This design comes from an exercise in tuning for small area and a short achievable clock period on the open sky130 flow, not from production work.
The RTL was checked by simulation tests, not by an equivalence proof against the original design.
No activity file was given, so power comes from the tool's default toggle rates.

==> flow/design.v (outline; a module is shown in full before it is edited, if it fits) <==
// module til_lane: 714 lines
// module til_lane_unit: 221 lines
module til_lane_unit #(
    parameter LANES = 4
) (
    input                    clk,
    input                    rst,
    input                    issue,
    input  [35:0]            instr,
    input  [LANES*18-1:0]    opa,
    input  [LANES*18-1:0]    opb,
    input  [LANES-1:0]       a_end,
    input  [LANES-1:0]       assigned,
    input                    batch_start,
    input                    flag_clr,
    output [LANES-1:0]       wr_en,
    output [LANES*18-1:0]    wr_data,
    output [LANES-1:0]       pred,
    output [LANES*4-1:0]     flags,
    output reg               trap,
    output reg [3:0]         trap_code
);
  // ...
==> flow/run.sh <==
#!/bin/bash
# synth_recipe.tcl (not shown) runs the flow's synth.tcl, then flattens the netlist and writes it again
# the make line also repeats each setting of config.mk as NAME=value (left out here)
make -C /OpenROAD-flow-scripts/flow DESIGN_CONFIG=/design/flow/config.mk WORK_HOME=/design/flow/orfs CLKGATE_MAP_FILE= SYNTH_SCRIPT=/design/flow/synth_recipe.tcl finish
==> flow/config.mk <==
export PLATFORM = sky130hd
export DESIGN_NAME = til_lane_unit
export DESIGN_NICKNAME = til_lane_unit
export VERILOG_FILES = /design/flow/design.v
export SDC_FILE = /design/flow/constraint.sdc
export NUM_CORES = 8
export LEC_CHECK = 0
export CAP_MARGIN = 20
export CORE_MARGIN = 2
export CORE_UTILIZATION = 35
export PLACE_DENSITY = 0.42
export SETUP_SLACK_MARGIN = 5
export SLEW_MARGIN = 20
==> flow/constraint.sdc <==
create_clock -name core_clock -period 18.0 [get_ports {clk}]
set_input_delay 3.6000 -clock core_clock [delete_from_list [all_inputs] [get_ports {clk}]]
set_output_delay 3.6000 -clock core_clock [all_outputs]
set_load 0.01 [all_outputs]
==> impl_results.md, run 1 <==
- Status: complete, no violations
- Hold path cells: 2
- Seq cells post-synth: 451
- Crit path to: g_lane[0].u_lane.flags[0]$_DFF_P_
- P_sw: 17,500 µW
- Number of flops mapped to enable cells by yosys: 8
- Initial antenna violation count: 55
- Num rows: 198
- Hold Path Sink: g_lane[1].u_lane.acc1[4]$_DFF_P_
- Fin util: 0.386
- Post-route cell area: 112,000 µm²
- Cts repair resizes: 0
- CP max stage delay: 0.89 ns
- Die extent in y: 545 µm
- Critical path's slowest cell: o22ai_1
- Invs w/o clock: about 1,300
- Critical Path Sink Type: flop
- Critical R2R Capture: g_lane[3].u_lane.sat0$_DFF_P_
- Comb. pwr: 25,400 µW
- Hold Buf Count CTS: 0
- Chip width: about 540 µm
- H-Tree Depth: 3
- Commonest non-fill, non-tap cells in the layout: 1,339 x nand2_1, 1,282 x inv_1, 1,075 x nor2_1
- Post-synth ARST share: 0
- Clock share of power: 0.050
- Area growth from synthesis to layout: 9.72%
- Hold WC Path Type: reg -> reg
- # nets final: 15,000
- Routed WL per cell: 36.3 µm
- LEAKAGE: 0.0446 µW
- Busiest grt layer: met2
- Reg2reg start: g_lane[3].u_lane.sat1$_DFF_P_
- CTS tree: done
- Met3 wirelength from detailed routing: around 71,000 µm
- Synth Area in Adders: 0.235
- Fmax: around 80 MHz
- Area occupied by multi-input gates: 84,200 µm²
- Unique masters post-synth: 112
- Reg2Reg Depth: 26
- Core box area: 291,000 µm²
- Post-synth top cells: 1,343 x nand2_1, 1,284 x inv_1, 1,099 x nor2_1, 1,002 x a21oi_1, 931 x xnor2_1
- P_int: between 10,000 and 15,000 µW
- Synth Area in Compound Gates: 0.255
- CP startpoint: instr[1]
- Largest net degree at the start of global routing: 120
==> module til_lane, before the edit <==
module til_lane (
    input             clk,
    input             rst,
    input             batch_start,
    input             flag_clr,
    input             exec,
    input      [31:0] ctl,
    input             opc0,
    input             bg,
    input             accen,
    input      [2:0]  v,
    input      [8:0]  bfld,
    input             tsl,
    input             tsh,
    input      [22:0] nth,
    input      [19:1] fsel,
    input      [17:0] a,
    input      [17:0] b,
    input             a_end,
    input             assigned,
    output reg        p,
    output reg [3:0]  flags,
    output reg        wr_en,
    output reg [17:0] wr_data
);
    reg [41:0] acc0, acc1;
    reg        sat0, sat1, sgn0, sgn1;
    wire en = exec & (p | ctl[27]);
    wire [19:0] xm = {{2{v[1] & a[17]}}, a};
    wire [20:0] y  = {{2{v[0] & b[17]}}, b, 1'b0};
    wire [19:0] pp [0:9];
    wire [9:0]  bneg;
    genvar i, j;
    generate
        for (i = 0; i < 10; i = i + 1) begin : g_booth
            wire y2 = y[2*i+2];
            wire y1 = y[2*i+1];
            wire y0 = y[2*i];
            wire one = (y1 ^ y0) & bg;
            wire two = ((y2 & ~y1 & ~y0) | (~y2 & y1 & y0)) & bg;
            assign bneg[i] = y2 ^ opc0;
            assign pp[i][0] = (one & xm[0]) ^ bneg[i];
            for (j = 1; j < 20; j = j + 1) begin : g_pp
                assign pp[i][j] = ((one & xm[j]) | (two & xm[j-1])) ^ bneg[i];
            end
        end
    endgenerate
    wire [18:0] xt   = {a[17] & (v[0] | v[1]), a};
    wire [42:0] xt43 = {{24{xt[18]}}, xt};
    wire [42:0] tpre = xt43 << bfld[4:0];
    wire [42:0] trow = ({43{tsl}} & tpre) | ({43{tsh}} & {tpre[10:0], 32'd0});
    wire [19:1] fit;
    generate
        for (i = 1; i < 19; i = i + 1) begin : g_fit
            assign fit[i] = (xt[18:i-1] == {(19-i+1){xt[18]}});
        end
    endgenerate
    assign fit[19] = 1'b1;
    wire unfit = |(fsel & ~fit);
    wire [41:0] acc0v   = sat0 ? {sgn0, {41{~sgn0}}} : acc0;
    wire [41:0] acc1v   = sat1 ? {sgn1, {41{~sgn1}}} : acc1;
    wire [41:0] acc_cur = v[2] ? acc1v : acc0v;
    wire [41:0] accr    = acc_cur & {42{accen}};
    wire [41:0] nin     = ctl[13] ? {24'd0, a} : acc_cur;
    wire hs0 = bneg[6] ^ accr[12];
    wire hc0 = bneg[6] & accr[12];
    wire hs1 = accr[13] ^ pp[0][13];
    wire hc1 = accr[13] & pp[0][13];
    wire fs0 = bneg[7] ^ accr[14] ^ pp[0][14];
    wire fc0 = (bneg[7] & accr[14]) | (bneg[7] & pp[0][14]) | (accr[14] & pp[0][14]);
    wire hs2 = pp[1][12] ^ pp[2][10];
    wire hc2 = pp[1][12] & pp[2][10];
    wire fs1 = accr[15] ^ pp[0][15] ^ pp[1][13];
    wire fc1 = (accr[15] & pp[0][15]) | (accr[15] & pp[1][13]) | (pp[0][15] & pp[1][13]);
    wire hs3 = pp[2][11] ^ pp[3][9];
    wire hc3 = pp[2][11] & pp[3][9];
    wire fs2 = bneg[8] ^ accr[16] ^ pp[0][16];
    wire fc2 = (bneg[8] & accr[16]) | (bneg[8] & pp[0][16]) | (accr[16] & pp[0][16]);
    wire fs3 = pp[1][14] ^ pp[2][12] ^ pp[3][10];
    wire fc3 = (pp[1][14] & pp[2][12]) | (pp[1][14] & pp[3][10]) | (pp[2][12] & pp[3][10]);
    wire hs4 = pp[4][8] ^ pp[5][6];
    wire hc4 = pp[4][8] & pp[5][6];
    wire fs4 = accr[17] ^ pp[0][17] ^ pp[1][15];
    wire fc4 = (accr[17] & pp[0][17]) | (accr[17] & pp[1][15]) | (pp[0][17] & pp[1][15]);
    wire fs5 = pp[2][13] ^ pp[3][11] ^ pp[4][9];
    wire fc5 = (pp[2][13] & pp[3][11]) | (pp[2][13] & pp[4][9]) | (pp[3][11] & pp[4][9]);
    wire hs5 = pp[5][7] ^ pp[6][5];
    wire hc5 = pp[5][7] & pp[6][5];
    wire fs6 = bneg[9] ^ accr[18] ^ pp[0][18];
    wire fc6 = (bneg[9] & accr[18]) | (bneg[9] & pp[0][18]) | (accr[18] & pp[0][18]);
    wire fs7 = pp[1][16] ^ pp[2][14] ^ pp[3][12];
    wire fc7 = (pp[1][16] & pp[2][14]) | (pp[1][16] & pp[3][12]) | (pp[2][14] & pp[3][12]);
    wire fs8 = pp[4][10] ^ pp[5][8] ^ pp[6][6];
    wire fc8 = (pp[4][10] & pp[5][8]) | (pp[4][10] & pp[6][6]) | (pp[5][8] & pp[6][6]);
    wire hs6 = pp[7][4] ^ pp[8][2];
    wire hc6 = pp[7][4] & pp[8][2];
    wire fs9 = 1'b1 ^ accr[19] ^ ~pp[0][19];
    wire fc9 = (1'b1 & accr[19]) | (1'b1 & ~pp[0][19]) | (accr[19] & ~pp[0][19]);
    wire fs10 = pp[1][17] ^ pp[2][15] ^ pp[3][13];
    wire fc10 = (pp[1][17] & pp[2][15]) | (pp[1][17] & pp[3][13]) | (pp[2][15] & pp[3][13]);
    wire fs11 = pp[4][11] ^ pp[5][9] ^ pp[6][7];
    wire fc11 = (pp[4][11] & pp[5][9]) | (pp[4][11] & pp[6][7]) | (pp[5][9] & pp[6][7]);
    wire fs12 = pp[7][5] ^ pp[8][3] ^ pp[9][1];
    wire fc12 = (pp[7][5] & pp[8][3]) | (pp[7][5] & pp[9][1]) | (pp[8][3] & pp[9][1]);
    wire fs13 = 1'b1 ^ accr[20] ^ pp[1][18];
    wire fc13 = (1'b1 & accr[20]) | (1'b1 & pp[1][18]) | (accr[20] & pp[1][18]);
    wire fs14 = pp[2][16] ^ pp[3][14] ^ pp[4][12];
    wire fc14 = (pp[2][16] & pp[3][14]) | (pp[2][16] & pp[4][12]) | (pp[3][14] & pp[4][12]);
    wire fs15 = pp[5][10] ^ pp[6][8] ^ pp[7][6];
    wire fc15 = (pp[5][10] & pp[6][8]) | (pp[5][10] & pp[7][6]) | (pp[6][8] & pp[7][6]);
    wire hs7 = pp[8][4] ^ pp[9][2];
    wire hc7 = pp[8][4] & pp[9][2];
    wire fs16 = accr[21] ^ ~pp[1][19] ^ pp[2][17];
    wire fc16 = (accr[21] & ~pp[1][19]) | (accr[21] & pp[2][17]) | (~pp[1][19] & pp[2][17]);
    wire fs17 = pp[3][15] ^ pp[4][13] ^ pp[5][11];
    wire fc17 = (pp[3][15] & pp[4][13]) | (pp[3][15] & pp[5][11]) | (pp[4][13] & pp[5][11]);
    wire fs18 = pp[6][9] ^ pp[7][7] ^ pp[8][5];
    wire fc18 = (pp[6][9] & pp[7][7]) | (pp[6][9] & pp[8][5]) | (pp[7][7] & pp[8][5]);
    wire fs19 = 1'b1 ^ accr[22] ^ pp[2][18];
    wire fc19 = (1'b1 & accr[22]) | (1'b1 & pp[2][18]) | (accr[22] & pp[2][18]);
    wire fs20 = pp[3][16] ^ pp[4][14] ^ pp[5][12];
    wire fc20 = (pp[3][16] & pp[4][14]) | (pp[3][16] & pp[5][12]) | (pp[4][14] & pp[5][12]);
    wire hs8 = pp[6][10] ^ pp[7][8];
    wire hc8 = pp[6][10] & pp[7][8];
    wire fs21 = accr[23] ^ ~pp[2][19] ^ pp[3][17];
    wire fc21 = (accr[23] & ~pp[2][19]) | (accr[23] & pp[3][17]) | (~pp[2][19] & pp[3][17]);
    wire fs22 = pp[4][15] ^ pp[5][13] ^ pp[6][11];
    wire fc22 = (pp[4][15] & pp[5][13]) | (pp[4][15] & pp[6][11]) | (pp[5][13] & pp[6][11]);
    wire fs23 = 1'b1 ^ accr[24] ^ pp[3][18];
    wire fc23 = (1'b1 & accr[24]) | (1'b1 & pp[3][18]) | (accr[24] & pp[3][18]);
    wire hs9 = pp[4][16] ^ pp[5][14];
    wire hc9 = pp[4][16] & pp[5][14];
    wire fs24 = accr[25] ^ ~pp[3][19] ^ pp[4][17];
    wire fc24 = (accr[25] & ~pp[3][19]) | (accr[25] & pp[4][17]) | (~pp[3][19] & pp[4][17]);
    wire hs10 = 1'b1 ^ accr[26];
    wire hc10 = 1'b1 & accr[26];
    wire hs11 = bneg[3] ^ accr[6];
    wire hc11 = bneg[3] & accr[6];
    wire hs12 = accr[7] ^ pp[0][7];
    wire hc12 = accr[7] & pp[0][7];
    wire fs25 = bneg[4] ^ accr[8] ^ pp[0][8];
    wire fc25 = (bneg[4] & accr[8]) | (bneg[4] & pp[0][8]) | (accr[8] & pp[0][8]);
    wire hs13 = pp[1][6] ^ pp[2][4];
    wire hc13 = pp[1][6] & pp[2][4];
    wire fs26 = accr[9] ^ pp[0][9] ^ pp[1][7];
    wire fc26 = (accr[9] & pp[0][9]) | (accr[9] & pp[1][7]) | (pp[0][9] & pp[1][7]);
    wire hs14 = pp[2][5] ^ pp[3][3];
    wire hc14 = pp[2][5] & pp[3][3];
    wire fs27 = bneg[5] ^ accr[10] ^ pp[0][10];
    wire fc27 = (bneg[5] & accr[10]) | (bneg[5] & pp[0][10]) | (accr[10] & pp[0][10]);
    wire fs28 = pp[1][8] ^ pp[2][6] ^ pp[3][4];
    wire fc28 = (pp[1][8] & pp[2][6]) | (pp[1][8] & pp[3][4]) | (pp[2][6] & pp[3][4]);
    wire hs15 = pp[4][2] ^ pp[5][0];
    wire hc15 = pp[4][2] & pp[5][0];
    wire fs29 = accr[11] ^ pp[0][11] ^ pp[1][9];
    wire fc29 = (accr[11] & pp[0][11]) | (accr[11] & pp[1][9]) | (pp[0][11] & pp[1][9]);
    wire fs30 = pp[2][7] ^ pp[3][5] ^ pp[4][3];
    wire fc30 = (pp[2][7] & pp[3][5]) | (pp[2][7] & pp[4][3]) | (pp[3][5] & pp[4][3]);
    wire hs16 = pp[5][1] ^ trow[11];
    wire hc16 = pp[5][1] & trow[11];
    wire fs31 = pp[0][12] ^ pp[1][10] ^ pp[2][8];
    wire fc31 = (pp[0][12] & pp[1][10]) | (pp[0][12] & pp[2][8]) | (pp[1][10] & pp[2][8]);
    wire fs32 = pp[3][6] ^ pp[4][4] ^ pp[5][2];
    wire fc32 = (pp[3][6] & pp[4][4]) | (pp[3][6] & pp[5][2]) | (pp[4][4] & pp[5][2]);
    wire fs33 = pp[6][0] ^ hs0 ^ trow[12];
    wire fc33 = (pp[6][0] & hs0) | (pp[6][0] & trow[12]) | (hs0 & trow[12]);
    wire fs34 = pp[1][11] ^ pp[2][9] ^ pp[3][7];
    wire fc34 = (pp[1][11] & pp[2][9]) | (pp[1][11] & pp[3][7]) | (pp[2][9] & pp[3][7]);
    wire fs35 = pp[4][5] ^ pp[5][3] ^ pp[6][1];
    wire fc35 = (pp[4][5] & pp[5][3]) | (pp[4][5] & pp[6][1]) | (pp[5][3] & pp[6][1]);
    wire fs36 = hc0 ^ hs1 ^ trow[13];
    wire fc36 = (hc0 & hs1) | (hc0 & trow[13]) | (hs1 & trow[13]);
    wire fs37 = pp[3][8] ^ pp[4][6] ^ pp[5][4];
    wire fc37 = (pp[3][8] & pp[4][6]) | (pp[3][8] & pp[5][4]) | (pp[4][6] & pp[5][4]);
    wire fs38 = pp[6][2] ^ pp[7][0] ^ hc1;
    wire fc38 = (pp[6][2] & pp[7][0]) | (pp[6][2] & hc1) | (pp[7][0] & hc1);
    wire fs39 = hs2 ^ fs0 ^ trow[14];
    wire fc39 = (hs2 & fs0) | (hs2 & trow[14]) | (fs0 & trow[14]);
    wire fs40 = pp[4][7] ^ pp[5][5] ^ pp[6][3];
    wire fc40 = (pp[4][7] & pp[5][5]) | (pp[4][7] & pp[6][3]) | (pp[5][5] & pp[6][3]);
    wire fs41 = pp[7][1] ^ hc2 ^ hs3;
    wire fc41 = (pp[7][1] & hc2) | (pp[7][1] & hs3) | (hc2 & hs3);
    wire fs42 = fc0 ^ fs1 ^ trow[15];
    wire fc42 = (fc0 & fs1) | (fc0 & trow[15]) | (fs1 & trow[15]);
    wire fs43 = pp[6][4] ^ pp[7][2] ^ pp[8][0];
    wire fc43 = (pp[6][4] & pp[7][2]) | (pp[6][4] & pp[8][0]) | (pp[7][2] & pp[8][0]);
    wire fs44 = hc3 ^ hs4 ^ fc1;
    wire fc44 = (hc3 & hs4) | (hc3 & fc1) | (hs4 & fc1);
    wire fs45 = fs2 ^ fs3 ^ trow[16];
    wire fc45 = (fs2 & fs3) | (fs2 & trow[16]) | (fs3 & trow[16]);
    wire fs46 = pp[7][3] ^ pp[8][1] ^ hc4;
    wire fc46 = (pp[7][3] & pp[8][1]) | (pp[7][3] & hc4) | (pp[8][1] & hc4);
    wire fs47 = hs5 ^ fc2 ^ fc3;
    wire fc47 = (hs5 & fc2) | (hs5 & fc3) | (fc2 & fc3);
    wire fs48 = fs4 ^ fs5 ^ trow[17];
    wire fc48 = (fs4 & fs5) | (fs4 & trow[17]) | (fs5 & trow[17]);
    wire fs49 = pp[9][0] ^ hc5 ^ hs6;
    wire fc49 = (pp[9][0] & hc5) | (pp[9][0] & hs6) | (hc5 & hs6);
    wire fs50 = fc4 ^ fc5 ^ fs6;
    wire fc50 = (fc4 & fc5) | (fc4 & fs6) | (fc5 & fs6);
    wire fs51 = fs7 ^ fs8 ^ trow[18];
    wire fc51 = (fs7 & fs8) | (fs7 & trow[18]) | (fs8 & trow[18]);
    wire fs52 = hc6 ^ fc6 ^ fc7;
    wire fc52 = (hc6 & fc6) | (hc6 & fc7) | (fc6 & fc7);
    wire fs53 = fc8 ^ fs9 ^ fs10;
    wire fc53 = (fc8 & fs9) | (fc8 & fs10) | (fs9 & fs10);
    wire fs54 = fs11 ^ fs12 ^ trow[19];
    wire fc54 = (fs11 & fs12) | (fs11 & trow[19]) | (fs12 & trow[19]);
    wire fs55 = hs7 ^ fc9 ^ fc10;
    wire fc55 = (hs7 & fc9) | (hs7 & fc10) | (fc9 & fc10);
    wire fs56 = fc11 ^ fc12 ^ fs13;
    wire fc56 = (fc11 & fc12) | (fc11 & fs13) | (fc12 & fs13);
    wire fs57 = fs14 ^ fs15 ^ trow[20];
    wire fc57 = (fs14 & fs15) | (fs14 & trow[20]) | (fs15 & trow[20]);
    wire fs58 = pp[9][3] ^ hc7 ^ fc13;
    wire fc58 = (pp[9][3] & hc7) | (pp[9][3] & fc13) | (hc7 & fc13);
    wire fs59 = fc14 ^ fc15 ^ fs16;
    wire fc59 = (fc14 & fc15) | (fc14 & fs16) | (fc15 & fs16);
    wire fs60 = fs17 ^ fs18 ^ trow[21];
    wire fc60 = (fs17 & fs18) | (fs17 & trow[21]) | (fs18 & trow[21]);
    wire fs61 = pp[8][6] ^ pp[9][4] ^ hs8;
    wire fc61 = (pp[8][6] & pp[9][4]) | (pp[8][6] & hs8) | (pp[9][4] & hs8);
    wire fs62 = fc16 ^ fc17 ^ fc18;
    wire fc62 = (fc16 & fc17) | (fc16 & fc18) | (fc17 & fc18);
    wire fs63 = fs19 ^ fs20 ^ trow[22];
    wire fc63 = (fs19 & fs20) | (fs19 & trow[22]) | (fs20 & trow[22]);
    wire fs64 = pp[7][9] ^ pp[8][7] ^ pp[9][5];
    wire fc64 = (pp[7][9] & pp[8][7]) | (pp[7][9] & pp[9][5]) | (pp[8][7] & pp[9][5]);
    wire fs65 = hc8 ^ fc19 ^ fc20;
    wire fc65 = (hc8 & fc19) | (hc8 & fc20) | (fc19 & fc20);
    wire fs66 = fs21 ^ fs22 ^ trow[23];
    wire fc66 = (fs21 & fs22) | (fs21 & trow[23]) | (fs22 & trow[23]);
    wire fs67 = pp[6][12] ^ pp[7][10] ^ pp[8][8];
    wire fc67 = (pp[6][12] & pp[7][10]) | (pp[6][12] & pp[8][8]) | (pp[7][10] & pp[8][8]);
    wire fs68 = pp[9][6] ^ hs9 ^ fc21;
    wire fc68 = (pp[9][6] & hs9) | (pp[9][6] & fc21) | (hs9 & fc21);
    wire fs69 = fc22 ^ fs23 ^ trow[24];
    wire fc69 = (fc22 & fs23) | (fc22 & trow[24]) | (fs23 & trow[24]);
    wire fs70 = pp[5][15] ^ pp[6][13] ^ pp[7][11];
    wire fc70 = (pp[5][15] & pp[6][13]) | (pp[5][15] & pp[7][11]) | (pp[6][13] & pp[7][11]);
    wire fs71 = pp[8][9] ^ pp[9][7] ^ hc9;
    wire fc71 = (pp[8][9] & pp[9][7]) | (pp[8][9] & hc9) | (pp[9][7] & hc9);
    wire fs72 = fc23 ^ fs24 ^ trow[25];
    wire fc72 = (fc23 & fs24) | (fc23 & trow[25]) | (fs24 & trow[25]);
    wire fs73 = pp[4][18] ^ pp[5][16] ^ pp[6][14];
    wire fc73 = (pp[4][18] & pp[5][16]) | (pp[4][18] & pp[6][14]) | (pp[5][16] & pp[6][14]);
    wire fs74 = pp[7][12] ^ pp[8][10] ^ pp[9][8];
    wire fc74 = (pp[7][12] & pp[8][10]) | (pp[7][12] & pp[9][8]) | (pp[8][10] & pp[9][8]);
    wire fs75 = hs10 ^ fc24 ^ trow[26];
    wire fc75 = (hs10 & fc24) | (hs10 & trow[26]) | (fc24 & trow[26]);
    wire fs76 = accr[27] ^ ~pp[4][19] ^ pp[5][17];
    wire fc76 = (accr[27] & ~pp[4][19]) | (accr[27] & pp[5][17]) | (~pp[4][19] & pp[5][17]);
    wire fs77 = pp[6][15] ^ pp[7][13] ^ pp[8][11];
    wire fc77 = (pp[6][15] & pp[7][13]) | (pp[6][15] & pp[8][11]) | (pp[7][13] & pp[8][11]);
    wire fs78 = pp[9][9] ^ hc10 ^ trow[27];
    wire fc78 = (pp[9][9] & hc10) | (pp[9][9] & trow[27]) | (hc10 & trow[27]);
    wire fs79 = 1'b1 ^ accr[28] ^ pp[5][18];
    wire fc79 = (1'b1 & accr[28]) | (1'b1 & pp[5][18]) | (accr[28] & pp[5][18]);
    wire fs80 = pp[6][16] ^ pp[7][14] ^ pp[8][12];
    wire fc80 = (pp[6][16] & pp[7][14]) | (pp[6][16] & pp[8][12]) | (pp[7][14] & pp[8][12]);
    wire hs17 = pp[9][10] ^ trow[28];
    wire hc17 = pp[9][10] & trow[28];
    wire fs81 = accr[29] ^ ~pp[5][19] ^ pp[6][17];
    wire fc81 = (accr[29] & ~pp[5][19]) | (accr[29] & pp[6][17]) | (~pp[5][19] & pp[6][17]);
    wire fs82 = pp[7][15] ^ pp[8][13] ^ pp[9][11];
    wire fc82 = (pp[7][15] & pp[8][13]) | (pp[7][15] & pp[9][11]) | (pp[8][13] & pp[9][11]);
    wire fs83 = 1'b1 ^ accr[30] ^ pp[6][18];
    wire fc83 = (1'b1 & accr[30]) | (1'b1 & pp[6][18]) | (accr[30] & pp[6][18]);
    wire hs18 = pp[7][16] ^ pp[8][14];
    wire hc18 = pp[7][16] & pp[8][14];
    wire fs84 = accr[31] ^ ~pp[6][19] ^ pp[7][17];
    wire fc84 = (accr[31] & ~pp[6][19]) | (accr[31] & pp[7][17]) | (~pp[6][19] & pp[7][17]);
    wire hs19 = 1'b1 ^ accr[32];
    wire hc19 = 1'b1 & accr[32];
    wire hs20 = bneg[1] ^ accr[2];
    wire hc20 = bneg[1] & accr[2];
    wire hs21 = accr[3] ^ pp[0][3];
    wire hc21 = accr[3] & pp[0][3];
    wire fs85 = bneg[2] ^ accr[4] ^ pp[0][4];
    wire fc85 = (bneg[2] & accr[4]) | (bneg[2] & pp[0][4]) | (accr[4] & pp[0][4]);
    wire hs22 = pp[1][2] ^ pp[2][0];
    wire hc22 = pp[1][2] & pp[2][0];
    wire fs86 = accr[5] ^ pp[0][5] ^ pp[1][3];
    wire fc86 = (accr[5] & pp[0][5]) | (accr[5] & pp[1][3]) | (pp[0][5] & pp[1][3]);
    wire hs23 = pp[2][1] ^ trow[5];
    wire hc23 = pp[2][1] & trow[5];
    wire fs87 = pp[0][6] ^ pp[1][4] ^ pp[2][2];
    wire fc87 = (pp[0][6] & pp[1][4]) | (pp[0][6] & pp[2][2]) | (pp[1][4] & pp[2][2]);
    wire fs88 = pp[3][0] ^ hs11 ^ trow[6];
    wire fc88 = (pp[3][0] & hs11) | (pp[3][0] & trow[6]) | (hs11 & trow[6]);
    wire fs89 = pp[1][5] ^ pp[2][3] ^ pp[3][1];
    wire fc89 = (pp[1][5] & pp[2][3]) | (pp[1][5] & pp[3][1]) | (pp[2][3] & pp[3][1]);
    wire fs90 = hc11 ^ hs12 ^ trow[7];
    wire fc90 = (hc11 & hs12) | (hc11 & trow[7]) | (hs12 & trow[7]);
    wire fs91 = pp[3][2] ^ pp[4][0] ^ hc12;
    wire fc91 = (pp[3][2] & pp[4][0]) | (pp[3][2] & hc12) | (pp[4][0] & hc12);
    wire fs92 = hs13 ^ fs25 ^ trow[8];
    wire fc92 = (hs13 & fs25) | (hs13 & trow[8]) | (fs25 & trow[8]);
    wire fs93 = pp[4][1] ^ hc13 ^ hs14;
    wire fc93 = (pp[4][1] & hc13) | (pp[4][1] & hs14) | (hc13 & hs14);
    wire fs94 = fc25 ^ fs26 ^ trow[9];
    wire fc94 = (fc25 & fs26) | (fc25 & trow[9]) | (fs26 & trow[9]);
    wire fs95 = hc14 ^ hs15 ^ fc26;
    wire fc95 = (hc14 & hs15) | (hc14 & fc26) | (hs15 & fc26);
    wire fs96 = fs27 ^ fs28 ^ trow[10];
    wire fc96 = (fs27 & fs28) | (fs27 & trow[10]) | (fs28 & trow[10]);
    wire fs97 = hc15 ^ fc27 ^ fc28;
    wire fc97 = (hc15 & fc27) | (hc15 & fc28) | (fc27 & fc28);
    wire fs98 = fs29 ^ fs30 ^ hs16;
    wire fc98 = (fs29 & fs30) | (fs29 & hs16) | (fs30 & hs16);
    wire fs99 = fc29 ^ fc30 ^ fs31;
    wire fc99 = (fc29 & fc30) | (fc29 & fs31) | (fc30 & fs31);
    wire fs100 = fs32 ^ hc16 ^ fs33;
    wire fc100 = (fs32 & hc16) | (fs32 & fs33) | (hc16 & fs33);
    wire fs101 = fc31 ^ fc32 ^ fs34;
    wire fc101 = (fc31 & fc32) | (fc31 & fs34) | (fc32 & fs34);
    wire fs102 = fs35 ^ fc33 ^ fs36;
    wire fc102 = (fs35 & fc33) | (fs35 & fs36) | (fc33 & fs36);
    wire fs103 = fc34 ^ fc35 ^ fs37;
    wire fc103 = (fc34 & fc35) | (fc34 & fs37) | (fc35 & fs37);
    wire fs104 = fs38 ^ fc36 ^ fs39;
    wire fc104 = (fs38 & fc36) | (fs38 & fs39) | (fc36 & fs39);
    wire fs105 = fc37 ^ fs40 ^ fc38;
    wire fc105 = (fc37 & fs40) | (fc37 & fc38) | (fs40 & fc38);
    wire fs106 = fs41 ^ fc39 ^ fs42;
    wire fc106 = (fs41 & fc39) | (fs41 & fs42) | (fc39 & fs42);
    wire fs107 = fc40 ^ fs43 ^ fc41;
    wire fc107 = (fc40 & fs43) | (fc40 & fc41) | (fs43 & fc41);
    wire fs108 = fs44 ^ fc42 ^ fs45;
    wire fc108 = (fs44 & fc42) | (fs44 & fs45) | (fc42 & fs45);
    wire fs109 = fc43 ^ fs46 ^ fc44;
    wire fc109 = (fc43 & fs46) | (fc43 & fc44) | (fs46 & fc44);
    wire fs110 = fs47 ^ fc45 ^ fs48;
    wire fc110 = (fs47 & fc45) | (fs47 & fs48) | (fc45 & fs48);
    wire fs111 = fc46 ^ fs49 ^ fc47;
    wire fc111 = (fc46 & fs49) | (fc46 & fc47) | (fs49 & fc47);
    wire fs112 = fs50 ^ fc48 ^ fs51;
    wire fc112 = (fs50 & fc48) | (fs50 & fs51) | (fc48 & fs51);
    wire fs113 = fc49 ^ fc50 ^ fs52;
    wire fc113 = (fc49 & fc50) | (fc49 & fs52) | (fc50 & fs52);
    wire fs114 = fs53 ^ fc51 ^ fs54;
    wire fc114 = (fs53 & fc51) | (fs53 & fs54) | (fc51 & fs54);
    wire fs115 = fc52 ^ fc53 ^ fs55;
    wire fc115 = (fc52 & fc53) | (fc52 & fs55) | (fc53 & fs55);
    wire fs116 = fs56 ^ fc54 ^ fs57;
    wire fc116 = (fs56 & fc54) | (fs56 & fs57) | (fc54 & fs57);
    wire fs117 = fc55 ^ fc56 ^ fs58;
    wire fc117 = (fc55 & fc56) | (fc55 & fs58) | (fc56 & fs58);
    wire fs118 = fs59 ^ fc57 ^ fs60;
    wire fc118 = (fs59 & fc57) | (fs59 & fs60) | (fc57 & fs60);
    wire fs119 = fs61 ^ fc58 ^ fc59;
    wire fc119 = (fs61 & fc58) | (fs61 & fc59) | (fc58 & fc59);
    wire fs120 = fs62 ^ fc60 ^ fs63;
    wire fc120 = (fs62 & fc60) | (fs62 & fs63) | (fc60 & fs63);
    wire fs121 = fs64 ^ fc61 ^ fc62;
    wire fc121 = (fs64 & fc61) | (fs64 & fc62) | (fc61 & fc62);
    wire fs122 = fs65 ^ fc63 ^ fs66;
    wire fc122 = (fs65 & fc63) | (fs65 & fs66) | (fc63 & fs66);
    wire fs123 = fc64 ^ fs67 ^ fc65;
    wire fc123 = (fc64 & fs67) | (fc64 & fc65) | (fs67 & fc65);
    wire fs124 = fs68 ^ fc66 ^ fs69;
    wire fc124 = (fs68 & fc66) | (fs68 & fs69) | (fc66 & fs69);
    wire fs125 = fc67 ^ fs70 ^ fs71;
    wire fc125 = (fc67 & fs70) | (fc67 & fs71) | (fs70 & fs71);
    wire fs126 = fc68 ^ fc69 ^ fs72;
    wire fc126 = (fc68 & fc69) | (fc68 & fs72) | (fc69 & fs72);
    wire fs127 = fc70 ^ fs73 ^ fs74;
    wire fc127 = (fc70 & fs73) | (fc70 & fs74) | (fs73 & fs74);
    wire fs128 = fc71 ^ fc72 ^ fs75;
    wire fc128 = (fc71 & fc72) | (fc71 & fs75) | (fc72 & fs75);
    wire fs129 = fc73 ^ fc74 ^ fs76;
    wire fc129 = (fc73 & fc74) | (fc73 & fs76) | (fc74 & fs76);
    wire fs130 = fs77 ^ fc75 ^ fs78;
    wire fc130 = (fs77 & fc75) | (fs77 & fs78) | (fc75 & fs78);
    wire fs131 = fc76 ^ fc77 ^ fs79;
    wire fc131 = (fc76 & fc77) | (fc76 & fs79) | (fc77 & fs79);
    wire fs132 = fs80 ^ hs17 ^ fc78;
    wire fc132 = (fs80 & hs17) | (fs80 & fc78) | (hs17 & fc78);
    wire fs133 = fc79 ^ fc80 ^ fs81;
    wire fc133 = (fc79 & fc80) | (fc79 & fs81) | (fc80 & fs81);
    wire fs134 = fs82 ^ trow[29] ^ hc17;
    wire fc134 = (fs82 & trow[29]) | (fs82 & hc17) | (trow[29] & hc17);
    wire fs135 = pp[9][12] ^ hs18 ^ fc81;
    wire fc135 = (pp[9][12] & hs18) | (pp[9][12] & fc81) | (hs18 & fc81);
    wire fs136 = fc82 ^ fs83 ^ trow[30];
    wire fc136 = (fc82 & fs83) | (fc82 & trow[30]) | (fs83 & trow[30]);
    wire fs137 = pp[8][15] ^ pp[9][13] ^ hc18;
    wire fc137 = (pp[8][15] & pp[9][13]) | (pp[8][15] & hc18) | (pp[9][13] & hc18);
    wire fs138 = fc83 ^ fs84 ^ trow[31];
    wire fc138 = (fc83 & fs84) | (fc83 & trow[31]) | (fs84 & trow[31]);
    wire fs139 = pp[7][18] ^ pp[8][16] ^ pp[9][14];
    wire fc139 = (pp[7][18] & pp[8][16]) | (pp[7][18] & pp[9][14]) | (pp[8][16] & pp[9][14]);
    wire fs140 = hs19 ^ fc84 ^ trow[32];
    wire fc140 = (hs19 & fc84) | (hs19 & trow[32]) | (fc84 & trow[32]);
    wire fs141 = accr[33] ^ ~pp[7][19] ^ pp[8][17];
    wire fc141 = (accr[33] & ~pp[7][19]) | (accr[33] & pp[8][17]) | (~pp[7][19] & pp[8][17]);
    wire fs142 = pp[9][15] ^ hc19 ^ trow[33];
    wire fc142 = (pp[9][15] & hc19) | (pp[9][15] & trow[33]) | (hc19 & trow[33]);
    wire fs143 = 1'b1 ^ accr[34] ^ pp[8][18];
    wire fc143 = (1'b1 & accr[34]) | (1'b1 & pp[8][18]) | (accr[34] & pp[8][18]);
    wire hs24 = pp[9][16] ^ trow[34];
    wire hc24 = pp[9][16] & trow[34];
    wire fs144 = accr[35] ^ ~pp[8][19] ^ pp[9][17];
    wire fc144 = (accr[35] & ~pp[8][19]) | (accr[35] & pp[9][17]) | (~pp[8][19] & pp[9][17]);
    wire hs25 = 1'b1 ^ accr[36];
    wire hc25 = 1'b1 & accr[36];
    wire hs26 = bneg[0] ^ accr[0];
    wire hc26 = bneg[0] & accr[0];
    wire hs27 = accr[1] ^ pp[0][1];
    wire hc27 = accr[1] & pp[0][1];
    wire fs145 = pp[0][2] ^ pp[1][0] ^ hs20;
    wire fc145 = (pp[0][2] & pp[1][0]) | (pp[0][2] & hs20) | (pp[1][0] & hs20);
    wire fs146 = pp[1][1] ^ hc20 ^ hs21;
    wire fc146 = (pp[1][1] & hc20) | (pp[1][1] & hs21) | (hc20 & hs21);
    wire fs147 = hc21 ^ hs22 ^ fs85;
    wire fc147 = (hc21 & hs22) | (hc21 & fs85) | (hs22 & fs85);
    wire fs148 = hc22 ^ fc85 ^ fs86;
    wire fc148 = (hc22 & fc85) | (hc22 & fs86) | (fc85 & fs86);
    wire fs149 = fc86 ^ fs87 ^ hc23;
    wire fc149 = (fc86 & fs87) | (fc86 & hc23) | (fs87 & hc23);
    wire fs150 = fc87 ^ fs89 ^ fc88;
    wire fc150 = (fc87 & fs89) | (fc87 & fc88) | (fs89 & fc88);
    wire fs151 = fc89 ^ fs91 ^ fc90;
    wire fc151 = (fc89 & fs91) | (fc89 & fc90) | (fs91 & fc90);
    wire fs152 = fc91 ^ fs93 ^ fc92;
    wire fc152 = (fc91 & fs93) | (fc91 & fc92) | (fs93 & fc92);
    wire fs153 = fc93 ^ fs95 ^ fc94;
    wire fc153 = (fc93 & fs95) | (fc93 & fc94) | (fs95 & fc94);
    wire fs154 = fc95 ^ fs97 ^ fc96;
    wire fc154 = (fc95 & fs97) | (fc95 & fc96) | (fs97 & fc96);
    wire fs155 = fc97 ^ fs99 ^ fc98;
    wire fc155 = (fc97 & fs99) | (fc97 & fc98) | (fs99 & fc98);
    wire fs156 = fc99 ^ fs101 ^ fc100;
    wire fc156 = (fc99 & fs101) | (fc99 & fc100) | (fs101 & fc100);
    wire fs157 = fc101 ^ fs103 ^ fc102;
    wire fc157 = (fc101 & fs103) | (fc101 & fc102) | (fs103 & fc102);
    wire fs158 = fc103 ^ fs105 ^ fc104;
    wire fc158 = (fc103 & fs105) | (fc103 & fc104) | (fs105 & fc104);
    wire fs159 = fc105 ^ fs107 ^ fc106;
    wire fc159 = (fc105 & fs107) | (fc105 & fc106) | (fs107 & fc106);
    wire fs160 = fc107 ^ fs109 ^ fc108;
    wire fc160 = (fc107 & fs109) | (fc107 & fc108) | (fs109 & fc108);
    wire fs161 = fc109 ^ fs111 ^ fc110;
    wire fc161 = (fc109 & fs111) | (fc109 & fc110) | (fs111 & fc110);
    wire fs162 = fc111 ^ fs113 ^ fc112;
    wire fc162 = (fc111 & fs113) | (fc111 & fc112) | (fs113 & fc112);
    wire fs163 = fc113 ^ fs115 ^ fc114;
    wire fc163 = (fc113 & fs115) | (fc113 & fc114) | (fs115 & fc114);
    wire fs164 = fc115 ^ fs117 ^ fc116;
    wire fc164 = (fc115 & fs117) | (fc115 & fc116) | (fs117 & fc116);
    wire fs165 = fc117 ^ fs119 ^ fc118;
    wire fc165 = (fc117 & fs119) | (fc117 & fc118) | (fs119 & fc118);
    wire fs166 = fc119 ^ fs121 ^ fc120;
    wire fc166 = (fc119 & fs121) | (fc119 & fc120) | (fs121 & fc120);
    wire fs167 = fc121 ^ fs123 ^ fc122;
    wire fc167 = (fc121 & fs123) | (fc121 & fc122) | (fs123 & fc122);
    wire fs168 = fs125 ^ fc123 ^ fc124;
    wire fc168 = (fs125 & fc123) | (fs125 & fc124) | (fc123 & fc124);
    wire fs169 = fs127 ^ fc125 ^ fc126;
    wire fc169 = (fs127 & fc125) | (fs127 & fc126) | (fc125 & fc126);
    wire fs170 = fc127 ^ fs129 ^ fc128;
    wire fc170 = (fc127 & fs129) | (fc127 & fc128) | (fs129 & fc128);
    wire fs171 = fc129 ^ fs131 ^ fc130;
    wire fc171 = (fc129 & fs131) | (fc129 & fc130) | (fs131 & fc130);
    wire fs172 = fc131 ^ fs133 ^ fs134;
    wire fc172 = (fc131 & fs133) | (fc131 & fs134) | (fs133 & fs134);
    wire fs173 = fc133 ^ fs135 ^ fs136;
    wire fc173 = (fc133 & fs135) | (fc133 & fs136) | (fs135 & fs136);
    wire fs174 = fs137 ^ fc135 ^ fc136;
    wire fc174 = (fs137 & fc135) | (fs137 & fc136) | (fc135 & fc136);
    wire fs175 = fs139 ^ fc137 ^ fc138;
    wire fc175 = (fs139 & fc137) | (fs139 & fc138) | (fc137 & fc138);
    wire fs176 = fc139 ^ fs141 ^ fc140;
    wire fc176 = (fc139 & fs141) | (fc139 & fc140) | (fs141 & fc140);
    wire fs177 = fc141 ^ fs143 ^ hs24;
    wire fc177 = (fc141 & fs143) | (fc141 & hs24) | (fs143 & hs24);
    wire fs178 = fc143 ^ fs144 ^ trow[35];
    wire fc178 = (fc143 & fs144) | (fc143 & trow[35]) | (fs144 & trow[35]);
    wire fs179 = pp[9][18] ^ hs25 ^ fc144;
    wire fc179 = (pp[9][18] & hs25) | (pp[9][18] & fc144) | (hs25 & fc144);
    wire fs180 = accr[37] ^ ~pp[9][19] ^ hc25;
    wire fc180 = (accr[37] & ~pp[9][19]) | (accr[37] & hc25) | (~pp[9][19] & hc25);
    wire hs28 = 1'b1 ^ accr[38];
    wire hc28 = 1'b1 & accr[38];
    wire hs29 = 1'b1 ^ accr[39];
    wire hc29 = 1'b1 & accr[39];
    wire hs30 = 1'b1 ^ accr[40];
    wire hc30 = 1'b1 & accr[40];
    wire hs31 = pp[0][0] ^ hs26;
    wire hc31 = pp[0][0] & hs26;
    wire fs181 = hc26 ^ hs27 ^ trow[1];
    wire fc181 = (hc26 & hs27) | (hc26 & trow[1]) | (hs27 & trow[1]);
    wire fs182 = hc27 ^ trow[2] ^ fs145;
    wire fc182 = (hc27 & trow[2]) | (hc27 & fs145) | (trow[2] & fs145);
    wire fs183 = trow[3] ^ fc145 ^ fs146;
    wire fc183 = (trow[3] & fc145) | (trow[3] & fs146) | (fc145 & fs146);
    wire fs184 = trow[4] ^ fc146 ^ fs147;
    wire fc184 = (trow[4] & fc146) | (trow[4] & fs147) | (fc146 & fs147);
    wire fs185 = hs23 ^ fc147 ^ fs148;
    wire fc185 = (hs23 & fc147) | (hs23 & fs148) | (fc147 & fs148);
    wire fs186 = fc148 ^ fs88 ^ fs149;
    wire fc186 = (fc148 & fs88) | (fc148 & fs149) | (fs88 & fs149);
    wire fs187 = fs90 ^ fc149 ^ fs150;
    wire fc187 = (fs90 & fc149) | (fs90 & fs150) | (fc149 & fs150);
    wire fs188 = fs92 ^ fc150 ^ fs151;
    wire fc188 = (fs92 & fc150) | (fs92 & fs151) | (fc150 & fs151);
    wire fs189 = fs94 ^ fc151 ^ fs152;
    wire fc189 = (fs94 & fc151) | (fs94 & fs152) | (fc151 & fs152);
    wire fs190 = fs96 ^ fc152 ^ fs153;
    wire fc190 = (fs96 & fc152) | (fs96 & fs153) | (fc152 & fs153);
    wire fs191 = fs98 ^ fc153 ^ fs154;
    wire fc191 = (fs98 & fc153) | (fs98 & fs154) | (fc153 & fs154);
    wire fs192 = fc154 ^ fs100 ^ fs155;
    wire fc192 = (fc154 & fs100) | (fc154 & fs155) | (fs100 & fs155);
    wire fs193 = fs102 ^ fc155 ^ fs156;
    wire fc193 = (fs102 & fc155) | (fs102 & fs156) | (fc155 & fs156);
    wire fs194 = fs104 ^ fc156 ^ fs157;
    wire fc194 = (fs104 & fc156) | (fs104 & fs157) | (fc156 & fs157);
    wire fs195 = fs106 ^ fc157 ^ fs158;
    wire fc195 = (fs106 & fc157) | (fs106 & fs158) | (fc157 & fs158);
    wire fs196 = fs108 ^ fc158 ^ fs159;
    wire fc196 = (fs108 & fc158) | (fs108 & fs159) | (fc158 & fs159);
    wire fs197 = fs110 ^ fc159 ^ fs160;
    wire fc197 = (fs110 & fc159) | (fs110 & fs160) | (fc159 & fs160);
    wire fs198 = fs112 ^ fc160 ^ fs161;
    wire fc198 = (fs112 & fc160) | (fs112 & fs161) | (fc160 & fs161);
    wire fs199 = fs114 ^ fc161 ^ fs162;
    wire fc199 = (fs114 & fc161) | (fs114 & fs162) | (fc161 & fs162);
    wire fs200 = fs116 ^ fc162 ^ fs163;
    wire fc200 = (fs116 & fc162) | (fs116 & fs163) | (fc162 & fs163);
    wire fs201 = fs118 ^ fc163 ^ fs164;
    wire fc201 = (fs118 & fc163) | (fs118 & fs164) | (fc163 & fs164);
    wire fs202 = fs120 ^ fc164 ^ fs165;
    wire fc202 = (fs120 & fc164) | (fs120 & fs165) | (fc164 & fs165);
    wire fs203 = fs122 ^ fc165 ^ fs166;
    wire fc203 = (fs122 & fc165) | (fs122 & fs166) | (fc165 & fs166);
    wire fs204 = fs124 ^ fc166 ^ fs167;
    wire fc204 = (fs124 & fc166) | (fs124 & fs167) | (fc166 & fs167);
    wire fs205 = fs126 ^ fc167 ^ fs168;
    wire fc205 = (fs126 & fc167) | (fs126 & fs168) | (fc167 & fs168);
    wire fs206 = fs128 ^ fc168 ^ fs169;
    wire fc206 = (fs128 & fc168) | (fs128 & fs169) | (fc168 & fs169);
    wire fs207 = fs130 ^ fc169 ^ fs170;
    wire fc207 = (fs130 & fc169) | (fs130 & fs170) | (fc169 & fs170);
    wire fs208 = fs132 ^ fc170 ^ fs171;
    wire fc208 = (fs132 & fc170) | (fs132 & fs171) | (fc170 & fs171);
    wire fs209 = fc132 ^ fs172 ^ fc171;
    wire fc209 = (fc132 & fs172) | (fc132 & fc171) | (fs172 & fc171);
    wire fs210 = fc134 ^ fs173 ^ fc172;
    wire fc210 = (fc134 & fs173) | (fc134 & fc172) | (fs173 & fc172);
    wire fs211 = fs138 ^ fc173 ^ fs174;
    wire fc211 = (fs138 & fc173) | (fs138 & fs174) | (fc173 & fs174);
    wire fs212 = fs140 ^ fc174 ^ fs175;
    wire fc212 = (fs140 & fc174) | (fs140 & fs175) | (fc174 & fs175);
    wire fs213 = fs142 ^ fc175 ^ fs176;
    wire fc213 = (fs142 & fc175) | (fs142 & fs176) | (fc175 & fs176);
    wire fs214 = fc142 ^ fs177 ^ fc176;
    wire fc214 = (fc142 & fs177) | (fc142 & fc176) | (fs177 & fc176);
    wire fs215 = hc24 ^ fs178 ^ fc177;
    wire fc215 = (hc24 & fs178) | (hc24 & fc177) | (fs178 & fc177);
    wire fs216 = trow[36] ^ fs179 ^ fc178;
    wire fc216 = (trow[36] & fs179) | (trow[36] & fc178) | (fs179 & fc178);
    wire fs217 = trow[37] ^ fs180 ^ fc179;
    wire fc217 = (trow[37] & fs180) | (trow[37] & fc179) | (fs180 & fc179);
    wire fs218 = hs28 ^ fc180 ^ trow[38];
    wire fc218 = (hs28 & fc180) | (hs28 & trow[38]) | (fc180 & trow[38]);
    wire fs219 = hc28 ^ hs29 ^ trow[39];
    wire fc219 = (hc28 & hs29) | (hc28 & trow[39]) | (hs29 & trow[39]);
    wire fs220 = hc29 ^ hs30 ^ trow[40];
    wire fc220 = (hc29 & hs30) | (hc29 & trow[40]) | (hs30 & trow[40]);
    wire fs221 = ~accr[41] ^ hc30 ^ trow[41];
    wire fc221 = (~accr[41] & hc30) | (~accr[41] & trow[41]) | (hc30 & trow[41]);
    wire [43:0] tsum = {1'b1, fc221, fc220, fc219, fc218, fc217, fc216, fc215, fc214, fc213, fc212, fc211, fc210, fc209, fc208, fc207, fc206, fc205, fc204, fc203, fc202, fc201, fc200, fc199, fc198, fc197, fc196, fc195, fc194, fc193, fc192, fc191, fc190, fc189, fc188, fc187, fc186, fc185, fc184, fc183, fc182, fc181, hc31, trow[0]};
    wire [43:0] tcar = {1'b0, ~trow[42], fs221, fs220, fs219, fs218, fs217, fs216, fs215, fs214, fs213, fs212, fs211, fs210, fs209, fs208, fs207, fs206, fs205, fs204, fs203, fs202, fs201, fs200, fs199, fs198, fs197, fs196, fs195, fs194, fs193, fs192, fs191, fs190, fs189, fs188, fs187, fs186, fs185, fs184, fs183, fs182, fs181, hs31};
    wire [43:0] ssum = tsum + tcar;
    wire        ovf  = !((ssum[43] & ssum[42] & ssum[41]) | (~ssum[43] & ~ssum[42] & ~ssum[41]));
    wire        big  = ctl[3] & unfit;
    wire        sat_acc = ovf | big;
    wire        sat_neg = big ? xt[18] : ssum[43];
    wire        clr   = rst | batch_start;
    wire        we0   = en & ctl[4] & !v[2];
    wire        we1   = en & ctl[4] &  v[2];
    wire        hold0 = !clr & !we0;
    wire        hold1 = !clr & !we1;
    wire        ld0   = !clr & we0;
    wire        ld1   = !clr & we1;
    wire [41:0] acc0_d = ({42{hold0}} & acc0) | ({42{ld0}} & ssum[41:0]);
    wire [41:0] acc1_d = ({42{hold1}} & acc1) | ({42{ld1}} & ssum[41:0]);
    wire [5:0] ns = bfld[5:0];
    wire       nsg = nin[41];
    reg [42:0] w;           
    reg        sticky;
    integer    k;
    always @(*) begin
        w = {nin, 1'b0};
        sticky = 1'b0;
        if (ns[5]) begin
            sticky = sticky | (|w[31:0]);
            w = {{32{nsg}}, w[42:32]};
        end
        if (ns[4]) begin
            sticky = sticky | (|w[15:0]);
            w = {{16{nsg}}, w[42:16]};
        end
        if (ns[3]) begin
            sticky = sticky | (|w[7:0]);
            w = {{8{nsg}}, w[42:8]};
        end
        if (ns[2]) begin
            sticky = sticky | (|w[3:0]);
            w = {{4{nsg}}, w[42:4]};
        end
        if (ns[1]) begin
            sticky = sticky | (|w[1:0]);
            w = {{2{nsg}}, w[42:2]};
        end
        if (ns[0]) begin
            sticky = sticky | w[0];
            w = {nsg, w[42:1]};
        end
    end
    wire        nguard = w[0];
    wire [18:0] nq     = w[19:1];
    wire [40:18] hiok;
    generate
        for (i = 18; i <= 40; i = i + 1) begin : g_hi
            assign hiok[i] = nth[i-18] | (nin[i] == nsg);
        end
    endgenerate
    wire        ninr   = &hiok;
    wire        nup    = ctl[30] & nguard & (sticky | nq[0]);
    wire [19:0] nr     = {nq[18], nq} + {19'd0, nup};
    wire        n_sfit = (nr[19:17] == 3'b000) | (nr[19:17] == 3'b111);
    wire        n_hi   = ninr ? (v[0] ? (!nr[19] & !n_sfit) : (!nr[19] & nr[18])) : !nsg;
    wire        n_lo   = ninr ? (v[0] ? (nr[19] & !n_sfit) : nr[19]) : nsg;
    wire        sx    = ctl[11];
    wire        inv_a = ctl[9] | (ctl[10] & a[17]);
    wire        use_b = !(ctl[9] | ctl[10]);
    wire        cin   = ctl[8] | inv_a;
    wire [19:0] pa    = {{2{sx & a[17]}}, a} ^ {20{inv_a}};
    wire [19:0] qb    = ({{2{sx & b[17]}}, b} ^ {20{ctl[8]}}) & {20{use_b}};
    wire [19:0] asum  = pa + qb + {19'd0, cin};
    wire        lt    = asum[19];
    wire        eq    = (a == b);
    wire        a_hi  = v[0] ? (!asum[19] & (asum[18] | asum[17])) : (!asum[19] & asum[18]);
    wire        a_lo  = v[0] ? (asum[19] & !(asum[18] & asum[17])) : asum[19];
    reg cond;
    always @(*) begin
        case (v)
            3'd0:    cond = eq;
            3'd1:    cond = !eq;
            3'd2:    cond = lt;
            3'd3:    cond = lt | eq;
            3'd4:    cond = !lt & !eq;
            default: cond = !lt;
        endcase
    end
    wire shl_hi = unfit & !xt[18];
    wire shl_lo = unfit & xt[18];
    wire cv_hi  = !v[1] & v[0] & a[17];
    wire cv_lo  = v[1] & !v[0] & a[17];
    wire sat_hi = (ctl[6] & n_hi) | (ctl[7] & a_hi) | (ctl[12] & shl_hi) | (ctl[14] & cv_hi);
    wire sat_lo = (ctl[6] & n_lo) | (ctl[7] & a_lo) | (ctl[12] & shl_lo) | (ctl[14] & cv_lo);
    wire s_a = ctl[15] | ctl[14] | (ctl[20] & lt) | (ctl[21] & !lt) | (ctl[19] & p);
    wire s_b = (ctl[20] & !lt) | (ctl[21] & lt) | (ctl[19] & !p);
    wire [17:0] raw = ({18{ctl[6] | ctl[13]}}  & nr[17:0])
                    | ({18{ctl[7]}}  & asum[17:0])
                    | ({18{ctl[12]}} & trow[17:0])
                    | ({18{s_a}}     & a)
                    | ({18{s_b}}     & b)
                    | ({18{ctl[16]}} & (a & b))
                    | ({18{ctl[17]}} & (a | b))
                    | ({18{ctl[18]}} & (a ^ b))
                    | ({18{ctl[22]}} & {14'd0, flags});
    wire [17:0] d_val = sat_hi ? {~v[0], {17{1'b1}}} :
                        sat_lo ? {v[0], 17'd0} : raw;
    reg p_next;
    always @(*) begin
        if (ctl[26]) begin
            case (v[1:0])
                2'b00: p_next = 1'b1;
                2'b01: p_next = !p;
                2'b10: p_next = 1'b0;
                default: p_next = assigned;
            endcase
        end else if (ctl[24])
            p_next = ctl[25] ? (p & cond) : cond;
        else
            p_next = p;
    end
    wire       sat_any = sat_hi | sat_lo;
    wire [3:0] fl_set  = {a_end, ctl[29] & sat_any, ctl[6] & sat_any, ctl[4] & sat_acc};
    wire [3:0] fl_clr  = bfld[3:0] & {4{ctl[23]}};
    wire       fkeep   = !(rst | flag_clr);
    wire [3:0] fhold   = {4{fkeep}} & flags & ~({4{en}} & fl_clr);
    wire       facc    = fkeep & en & ctl[4];
    wire [3:0] flags_d = {fhold[3:1] | ({3{fkeep & en}} & fl_set[3:1]),
                          fhold[0] | (facc & big) | (facc & ovf)};
    always @(posedge clk) begin
        acc0 <= acc0_d;
        acc1 <= acc1_d;
        sat0 <= (hold0 & sat0) | (ld0 & sat_acc);
        sat1 <= (hold1 & sat1) | (ld1 & sat_acc);
        if (we0) sgn0 <= sat_neg;
        if (we1) sgn1 <= sat_neg;
        if (rst | batch_start)
            p <= 1'b1;
        else if (en)
            p <= p_next;
        flags <= flags_d;
        wr_en   <= !rst & en & ctl[28];
        wr_data <= d_val;
    end
endmodule
==> inputs of run 2 (changes only) <==
--- a/flow/design.v
+++ b/flow/design.v
@@ -572,8 +572,32 @@
     wire fc221 = (~accr[41] & hc30) | (~accr[41] & trow[41]) | (hc30 & trow[41]);
     wire [43:0] tsum = {1'b1, fc221, fc220, fc219, fc218, fc217, fc216, fc215, fc214, fc213, fc212, fc211, fc210, fc209, fc208, fc207, fc206, fc205, fc204, fc203, fc202, fc201, fc200, fc199, fc198, fc197, fc196, fc195, fc194, fc193, fc192, fc191, fc190, fc189, fc188, fc187, fc186, fc185, fc184, fc183, fc182, fc181, hc31, trow[0]};
     wire [43:0] tcar = {1'b0, ~trow[42], fs221, fs220, fs219, fs218, fs217, fs216, fs215, fs214, fs213, fs212, fs211, fs210, fs209, fs208, fs207, fs206, fs205, fs204, fs203, fs202, fs201, fs200, fs199, fs198, fs197, fs196, fs195, fs194, fs193, fs192, fs191, fs190, fs189, fs188, fs187, fs186, fs185, fs184, fs183, fs182, fs181, hs31};
-    wire [43:0] ssum = tsum + tcar;
-    wire        ovf  = !((ssum[43] & ssum[42] & ssum[41]) | (~ssum[43] & ~ssum[42] & ~ssum[41]));
+    wire [43:0] cg0 = tsum & tcar;
+    wire [43:0] cp0 = tsum ^ tcar;
+    wire [43:0] cg [0:6];
+    wire [43:0] cp [0:6];
+    assign cg[0] = cg0;
+    assign cp[0] = cp0;
+    generate
+        for (i = 0; i < 6; i = i + 1) begin : g_pfx
+            for (j = 0; j < 44; j = j + 1) begin : g_bit
+                if ((j >> i) & 1) begin : g_op
+                    assign cg[i+1][j] = cg[i][j] | (cp[i][j] & cg[i][((j >> i) << i) - 1]);
+                    assign cp[i+1][j] = cp[i][j] & cp[i][((j >> i) << i) - 1];
+                end else begin : g_pass
+                    assign cg[i+1][j] = cg[i][j];
+                    assign cp[i+1][j] = cp[i][j];
+                end
+            end
+        end
+    endgenerate
+    wire [43:0] ccar = {cg[6][42:0], 1'b0};        
+    wire [43:0] ssum = cp0 ^ ccar;
+    wire [2:0]  top0 = tsum[43:41] + tcar[43:41];
+    wire [2:0]  top1 = tsum[43:41] + tcar[43:41] + 3'd1;
+    wire        ovf0 = !(top0 == 3'b000 || top0 == 3'b111);
+    wire        ovf1 = !(top1 == 3'b000 || top1 == 3'b111);
+    wire        ovf  = ccar[41] ? ovf1 : ovf0;
     wire        big  = ctl[3] & unfit;
     wire        sat_acc = ovf | big;
     wire        sat_neg = big ? xt[18] : ssum[43];
==> flow/flow/run.sh (new file) <==
#!/bin/bash
# Layout flow: the standard ORFS flow (standard.sh, standard synthesis
# unchanged), with one difference: repair_timing is asked for more setup
# slack than the 18 ns constraint needs (SETUP_SLACK_MARGIN), so that it keeps
# shortening the worst path, and it works on the worst endpoint only
# (TNS_END_PERCENT=0) rather than on every endpoint below that margin.
# make's output goes to flow.log; each ORFS step writes its own log under
# orfs/logs/.
set -euo pipefail
bash standard.sh SETUP_SLACK_MARGIN=8.5 TNS_END_PERCENT=0 finish > flow.log 2>&1
==> flow/standard.sh (new file) <==
#!/bin/bash
# synth_recipe.tcl (not shown) runs the flow's synth.tcl, then flattens the netlist and writes it again
# the make line also repeats each setting of config.mk as NAME=value (left out here)
make -C /OpenROAD-flow-scripts/flow DESIGN_CONFIG=/design/flow/config.mk WORK_HOME=/design/flow/orfs CLKGATE_MAP_FILE= SYNTH_SCRIPT=/design/flow/synth_recipe.tcl "${@:-finish}"
--- a/flow/config.mk
+++ b/flow/config.mk
@@ -9,5 +9,4 @@
 export CORE_MARGIN = 2
 export CORE_UTILIZATION = 35
 export PLACE_DENSITY = 0.42
-export SETUP_SLACK_MARGIN = 5
 export SLEW_MARGIN = 20
removed: flow/run.sh
==> run 2 against run 1 <==
Compared with the run above:
- still clean on timing, DRC and antenna
- non-clock buffer count rose by 388
- design area rose by 5.7%
- global-route usage increased by 2.1 points
- critical path depth is 14 lower
==> impl_results.md, run 2 <==
- Status: complete, no violations
- Largest regs: g_lane.u_lane.acc0: 168 flops, g_lane.u_lane.acc1: 168 flops, g_lane.u_lane.wr_data: 72 flops
- Hold Path Sink: g_lane[3].u_lane.acc0[18]$_DFF_P_
- Metal2 WL: ~280,000 µm
- Power Density: between 200 and 250 nW/µm²
- Reg2Reg Depth: 25 (-3.8%)
- Critical path's slowest cell: a31oi_1
- Io pins: 294
- Initial antenna violation count: 51 (-7.3%)
- Post-synthesis sequential area ratio: 0.0910
- Part of the cycle the worst path needs: 0.571
- Placed Area: 108,000 µm²
- Area growth from synthesis to layout: 18.5%
- Type of origin of the critical path: input pin
- Full die area: between 200,000 and 300,000 µm²
- Worst-Skew Late Latency: 0.84 ns
- Post-synth ARST share: 0 (unchanged)
- Final hold violation count: 0
- Seq cells post-synth: 451 (unchanged)
- Die extent in y: 539 µm (-1.1%)
- DRC violations left: 0
- Cells after synthesis: 13,300
- Critical path's top delay family: compound AO/OA/AOI/OAI gates
- Number of DRC markers in iteration 0: ~16,000
- Yosys warnings: 2
- Vias in the first global route: roughly 110k
- RSZ-0062 raised after global routing: true
- Routed WL per cell: 38.5 µm (+6.1%)
- Arrival @ worst endpoint: approximately 11 ns
- Final setup viols: 0
- Fmax: 97.3 MHz (+23%)
- Critical R2R Capture: g_lane[2].u_lane.flags[0]$_DFF_P_
- Post-synth top cells: 1,314 x nand2_1, 1,105 x inv_1, 1,054 x nor2_1, 967 x xnor2_1, 945 x a21oi_1
- Critical Path Sink Type: flop
- Fin. max-slew vios: 0
- Flip-flop and latch area: 9110 µm²
- Longest Clk Path Bufs: 3
- Via Count: 113,000
- Root buf cell: clkbuf_16
- WL final: 664,000 µm
- Met3 wirelength from detailed routing: 73,100 µm (+3.0%)
- Fill count: 29,200
- Metal-1 WL: about 260,000 µm
- Hold WC Path Type: reg -> reg
- CP max stage delay: 1.03 ns (+0.14 ns)
- IO buf count: 291
- H-Tree Depth: 2 (-1)
- Largest net degree at the start of global routing: 93 (-23%)
- Starting Density: 0.351
- Slew margin rel.: 0.102
- Synth Area per Inst: 7.53 µm²
- Reg2reg start: g_lane[2].u_lane.sat0$_DFF_P_
- Drt first pass iters: 7
- Final setup TNS: 0 ns
- Area contributors post-synth: fa_1 18%, dfxtp_1 8.9%, xnor2_1 8.5%
- Prevailing post-synth register cell: dfxtp_1
- HP Start: g_lane[3].u_lane.acc0[18]$_DFF_P_
- Clock sinks: 451
- CTS tree: done
- Crit path kind: in -> reg
- Number of flops mapped to enable cells by yosys: 8 (unchanged)
- Largest area contributor in the netlist: fa_1
- Post-route cell area: 119,000 µm² (+5.7%)
- Reg2Reg Setup Slack: 9.78 ns
- Top sig layer: met5
- Num rows: 196 (-1.0%)
- Max_cap viols: 0
- Core box area: 285,000 µm² (-2.1%)
- Critical Path RT: 18.66 ns
- Commonest non-fill, non-tap cells in the layout: 1,294 x nand2_1, 1,060 x inv_1, 949 x xnor2_1
- Peak VDD IR: 1.15 mV
- Hold path cells: 2 (unchanged)
- Min Tclk post-route: 10.28 ns
- Antenna Nets Post-Route: 0
- Fraction of layout cells with a size suffix above 1: 0.140
- Chip width: 539 µm (-1.1%)
- Area occupied by multi-input gates: 85,500 µm² (+1.5%)
- All-layer global routing usage: 0.434
- Setup Skew: 0.137 ns
- Top-count cell post-synth: nand2_1
- GPL Wtd Cong: 1.06
- CTS Buf Count: 61
- CTS clk-pin slew, worst paths: 0.06 ns
- Worst slew pin tran: 1.33 ns
- Via density: 6.56
- Crit path cell chain: clkdlybuf4s50_1 > buf_4 > and2_2 > buf_4 > buf_4 > a21oi_1 > o21ai_0 > a31oi_1 > a21oi_1 > o31ai_1 > a21oi_1 > a2111oi_1 > nor3_1 > mux2_2 > a211oi_1 > o221ai_1 > a221oi_1 > o21ai_0
- Worst-path maximum fanout: 26
- Top-area cell type share of the netlist area: 0.179
- First-pass GRT wire length: 893,000 µm
- Unique masters post-synth: 116 (+3.6%)
- Hold Buf Count CTS: 0 (unchanged)
- Total grt overflow: 0
- Synthesized area: 100,000 µm²
- CP bufs+invs: 4
- Post-DP HPWL: 463,000 µm
- # nets final: 15,000 (-0.047%)
- LEAKAGE: 0.0462 µW (+3.7%)
- Commonest non-fill, non-tap cell in the layout: nand2_1
## run 2: cell types whose count changed after synthesis, sizes merged, moves of 55 or more
cell,delta
mux2i,-68
a21oi,-55
nand2b,-69
inv,-177
xor2,-69
a211oi,+93
## run 2: cell type report
class,count,area share
multi-input cells,10500,0.721
repair buffers,1179,0.105
flip-flops and latches,451,0.0768
well taps,3762,0.0397
inverters,1133,0.0376
clock buffers,89,0.0160
clock inverters,24,0.00294
diodes,38,0.000802
repair inverters,2,0.0000844
## run 2: layer usage
layer  vias up  global-route usage
met5         -            0.000164
met4        16               0.275
li1      46600                   -
met2      7916               0.644
met3      1917               0.111
met1     56600               0.557
## run 2: cells by family (layout without fill, tap and decap cells)
group / after synthesis / after routing / share of synthesized area
adders and majority gates: 1418 / 1418 / 0.245
xor gates and xnor gates: 1297 / 1297 / 0.114
muxes: 291 / 291 / 0.0356
buffers and inverters: 2299 / 2427 / 0.0921
other: 1 / 40 / 0.0000375
AOI/OAI and AO/OA: 3872 / 3872 / 0.259
and+or+nand+nor: 3653 / 3667 / 0.164
DFF: 451 / 451 / 0.0910
## run 2: report_power, final
| part | switching [µW] | total, µW | internal, µW |
|---|---|---|---|
| logic | 15800 | 24700 | 8840 |
| registers | 10.8 | 1040 | 1030 |
| clock network | 584 | 1400 | 819 |
## run 2: worst reg2reg max path: stages, from the launching register on
cell and delay (ns):
dfxtp_1 0.68, nor2b_2 0.73, buf_4 0.47, a21o_1 0.18, o21ai_0 0.16, nor2_1 0.45
ha_1 0.35, fa_1 0.50, inv_1 0.05, fa_1 0.41, inv_1 0.09, fa_1 0.40
fa_1 0.54, ha_4 0.22, and3_1 0.17, a221o_1 0.39, a21oi_4 0.22, nor3b_4 0.28
a211oi_4 0.14, o2111ai_4 0.30, o311ai_4 0.14, nand3_1 0.14, nand4b_1 0.21, a211o_1 0.38
mux2i_4 0.33, o32ai_2 0.14
## run 2: through the flow
stage	setup WS (ns)	utilization	instances	power [µW]	hold WS, ns
after floorplan	7.81	-	13300	14500	0.427
after global placement	5.25	0.378	16700	23000	0.437
after detailed placement	5.19	0.379	16700	23100	0.445
after CTS	8.04	0.407	17100	25600	0.452
after global routing	7.81	0.416	17200	29000	0.462
final	7.72	0.416	17200	27100	0.451
## run 2: how the worst max path moves through the flow
stage,start,endpoint,depth (start not counted)
final,instr[33],g_lane[2].u_lane.wr_data[0]$_SDFF_PP1_,18
after global routing,instr[32],g_lane[1].u_lane.flags[0]$_DFF_P_,34
after CTS,instr[32],g_lane[0].u_lane.sat1$_DFF_P_,35
after detailed placement,instr[32],g_lane[1].u_lane.flags[0]$_DFF_P_,29
after global placement,instr[32],g_lane[1].u_lane.flags[0]$_DFF_P_,29
after floorplan,instr[3],g_lane[0].u_lane.flags[0]$_DFF_P_,34
## run 2: timing repair
item | in CTS | in global routing
setup endpoints to repair | 376 | 417
pin swaps | 93 | 137
resized for setup | 709 | 419
gates cloned | 46 | 33
setup buffers | 264 | 75
hold endpoints to repair | 0 | 0

## what the ideal ports hide
In the flow no input, the clock included, has a driving cell. The finished layouts below were timed again as built, in two steps. Step 1, drivers: a clkbuf_16 drives clk and a buf_2 each remaining input, both assumed. Step 2 moves the port delays by t, midway between the first and last clock arrival at a register: inputs arrive t later, outputs are due t later. That takes back most of the time a late clock gives input paths. a / b / c = no drivers / after step 1 / after step 2; a / b = the first two.
run	shift t [ns]	setup WS [ns]	clock arrival spread, ns	worst register clock-pin slew, ns	worst data-port slew with drivers (ns)
run 1	0.894	5.311 / 5.329 / 4.435	0.122 / 0.122	0.07 / 0.07	0.12
run 2	0.867	7.725 / 7.725 / 6.858	0.136 / 0.137	0.09 / 0.09	0.44
After both steps setup and hold are still met in every run listed. For run 1, which loses most, drivers alone change the setup slack by +0.018 ns; drivers and shift together by -0.876 ns.
